This is an optimization exercise on Yosys and OpenROAD, whose aim is small area, not a production implementation. RTL that was checked went through simulation tests only; none was proved equivalent to the original. Power and IR drop assume default switching activity.

Setup of the baseline:
## qe_unit
module qe_unit (
    input  wire        clk,
    input  wire        rst_n,         
    input  wire        qa,
    input  wire        qb,
    input  wire        qz,
    input  wire        tick_ms,
    input  wire        confirm,
    input  wire [4:0]  confirm_pair,
    input  wire        wr_en,
    input  wire [4:0]  wr_addr,
    input  wire [31:0] wr_data,
    input  wire [4:0]  rd_addr,
    output reg  [31:0] rd_data,
    output wire [7:0]  win_h,
    output reg         ev_uncertain,
    output reg         ev_referenced,
    output reg         ev_refused
);
    localparam [2:0] C_NONE = 3'd0, C_NOREF = 3'd1, C_ILLEGAL = 3'd2,
                     C_OVERSPEED = 3'd3, C_MISMATCH = 3'd4, C_RANGE = 3'd5,
                     C_DISABLED = 3'd6;
    wire rst = !rst_n;
    genvar i, r, w;
    reg               cfg_dir;
    reg  [1:0]        cfg_ref_mode;
    reg               cfg_zgate;
    reg  [3:0]        cfg_flt;
    reg  [4:0]        cfg_ref_pair;
    reg  [7:0]        cfg_still_t;
    reg               cfg_en;
    reg  [31:0]       ref_pos;
    reg  [7:0]        still_band;
    reg  [7:0]        ztol;
    reg  [31:0]       win_start [0:7];
    reg  [31:0]       win_ctl   [0:7];
    reg  [31:0]       pos;
    reg  [31:0]       zpos;
    reg  [8:0]        delta;         
    reg               illegal_flag;
    reg               still;
    reg  [7:0]        still_cnt;
    reg               ref_armed;
    reg  [13:0]       arm_cnt;
    reg  [2:0]        cause;
    reg               rf_set;        
    reg               rf_lsb;        
    reg               wr_ign;
    reg  [15:0]       illegal_cnt;
    reg  [15:0]       refs;
    reg  [6:0]        age_a, age_b;     
    reg               fresh;
    wire referenced = (cause == C_NONE);
    reg  [2:0] flt_q;             
    reg  [3:0] flt_cnt [0:2];
    wire [2:0] flt_in = {qz, qb, qa};
    wire [2:0] flt_n;             
    generate
        for (i = 0; i < 3; i = i + 1) begin : g_flt
            wire [3:0] cnt  = flt_cnt[i];
            wire       diff = flt_in[i] ^ flt_q[i];
            wire       c_ge = (cnt[3] & ~cfg_flt[3]) | (~(cnt[3] ^ cfg_flt[3]) &
                              ((cnt[2] & ~cfg_flt[2]) | (~(cnt[2] ^ cfg_flt[2]) &
  ...
For scale: roughly 790 flip-flops, ~98 I/O pins, about 0.047 mm² of cells after synthesis.
==> flow/config.mk <==
export PLATFORM = sky130hd
export DESIGN_NAME = qe_unit
export DESIGN_NICKNAME = qe_unit
export VERILOG_FILES = /design/flow/design.v
export SDC_FILE = /design/flow/constraint.sdc
export NUM_CORES = 4
export LEC_CHECK = 0
export CAP_MARGIN = 10
export CORE_MARGIN = 2
export CORE_UTILIZATION = 40
export CTS_BUF_LIST = sky130_fd_sc_hd__clkbuf_16
export CTS_CLUSTER_DIAMETER = 90
export CTS_CLUSTER_SIZE = 27
export SLEW_MARGIN = 10
==> flow/constraint.sdc <==
create_clock -name core_clock -period 10.0 [get_ports {clk}]
set_input_delay 2.0000 -clock core_clock [delete_from_list [all_inputs] [get_ports {clk}]]
set_output_delay 2.0000 -clock core_clock [all_outputs]
set_load 0.01 [all_outputs]
standard.sh (not shown) runs the stock make flow with config.mk's settings and CLKGATE_MAP_FILE= SYNTH_SCRIPT=/design/flow/synth_recipe.tcl, a recipe that flattens the netlist after the stock synthesis.
==> flow/flow/run.sh <==
#!/bin/bash
# Layout flow: the standard layout (standard.sh, which runs the standard
# synthesis unchanged), with two changes to how the layout is made:
#  - the port buffers are the smallest buffer cell (buffer_ports -buffer_cell);
#  - the clock tree is built without dummy loads.
# make's full output goes to standard.log here; ORFS keeps each step's log
# under orfs/logs/.
set -euo pipefail
export BUFFER_PORTS_ARGS="-buffer_cell sky130_fd_sc_hd__buf_1"
export CTS_ARGS="-sink_clustering_enable -repair_clock_nets -sink_clustering_size 27 -sink_clustering_max_diameter 90 -buf_list sky130_fd_sc_hd__clkbuf_16 -dont_use_dummy_load"
if ! bash standard.sh > standard.log 2>&1; then
    tail -n 40 standard.log
    exit 1
fi
tail -n 5 standard.log
## Diff of input files: the candidate against the baseline
-- flow/design.v --
<<< the baseline, line 166
    wire overspeed = (d_a & age_a_lt) | (d_b & age_b_lt);
    wire [31:0] pos1 = pos ^ (pf[31:0] & {32{do_step}});
    wire       d_neg = delta[8];
    wire [7:0] d_mag = delta[7:0];
    wire       d_z   = ~|d_mag;
    wire       d_one = (d_mag == 8'd1);
    wire       away  = d_z | (d_neg ^ up);
    wire [7:0] dmx = d_mag ^ {8{~away}};
    wire [8:0] dpf;
    assign dpf[0] = 1'b1;
    generate
        for (i = 0; i < 8; i = i + 1) begin : g_dpf
            assign dpf[i+1] = dpf[i] & dmx[i];
        end
    endgenerate
    wire [7:0] d_mag1 = d_mag ^ dpf[7:0];
    wire       d_neg1 = away ? ~up : (d_neg & ~d_one);
    wire [8:0] dn     = {d_neg1, d_mag1};               
    wire anchor_reset = do_step & away & (d_mag == still_band);
    wire still1 = still & !anchor_reset;
    wire unc1   = illegal | (stepped & (range_err | overspeed));
>>> the candidate, line 166
    wire overspeed = (d_a & age_a_lt) | (d_b & age_b_lt);
    wire [31:0] pos1 = pos ^ (pf[31:0] & {32{do_step}});
    wire [9:0] dlt  = {delta[8], delta};
    wire [9:0] dn;                                            
    wire [10:0] dc;
    assign dn[0] = ~dlt[0];
    assign dc[1] = dlt[0];
    generate
        for (i = 1; i < 10; i = i + 1) begin : g_dn
            qe_fa u_d (.a(dlt[i]), .b(~up), .c(dc[i]), .s(dn[i]), .co(dc[i+1]));
        end
    endgenerate
    wire [9:0] dm = dn ^ {10{dn[9]}};
    wire [9:0] nb = ~{2'b00, still_band};
    wire [10:0] bc;
    assign bc[0] = dn[9];
    generate
        for (i = 0; i < 10; i = i + 1) begin : g_bc
            assign bc[i+1] = (dm[i] & nb[i]) | (bc[i] & (dm[i] | nb[i]));
        end
    endgenerate
    wire anchor_reset = do_step & bc[10];
    wire still1 = still & !anchor_reset;
    wire unc1   = illegal | (stepped & (range_err | overspeed));
### Flow results
- The lower synthesized-area fraction occupied by adder cells came out of the baseline.
- Across the baseline and the candidate, the outcome is the same: a clean finish for every run.
- Total area of multi-input combinational cells up 1.1% in the candidate wrt the baseline
- The candidate vs the baseline: cell count after placement down by a few percent
- Wire length delta (the candidate − the baseline): favourable
- Synthesized cell count: the candidate < the baseline
- The number of CTS-inserted buffers in the candidate sits 6 above the value recorded for the baseline.
- Looking at shortest period the worst path allows, the candidate sits 0.32 ns above the baseline.
- Sort the baseline and the candidate by clock-pin transition on the worst setup and hold timing paths asc -> top: the baseline
- Internal power consumption (the candidate vs. the baseline) increases slightly
- The number of well taps in the candidate was lower than what the baseline gave.
No functional check of the RTL was part of the baseline.

-- static timing again, ports no longer ideal --
In the flow no input, the clock included, has a driving cell. The finished layouts below were timed again as built, in two steps. Step 1 assumes that a clkbuf_16 drives the clock port and a buf_2 every other input. Step 2 adds t to the input delays and takes it off the output delays; t is the mean of the earliest and latest rising clock arrival at the registers after step 1. Input paths then give back, and output paths get back, about the clock's delay inside the block. Three values: ideal, step 1, step 2; two values: the first two.
run | t, ns | setup WS [ns] | hold slack, ns | cell pins on the clock port's net
the baseline | 0.688 | 1.185 / 1.185 / 1.185 | 0.459 / 0.459 / 0.459 | 1
the candidate | 0.732 | 0.870 / 0.870 / 0.870 | 0.400 / 0.400 / 0.400 | 1
After both steps every run listed still meets setup and hold.
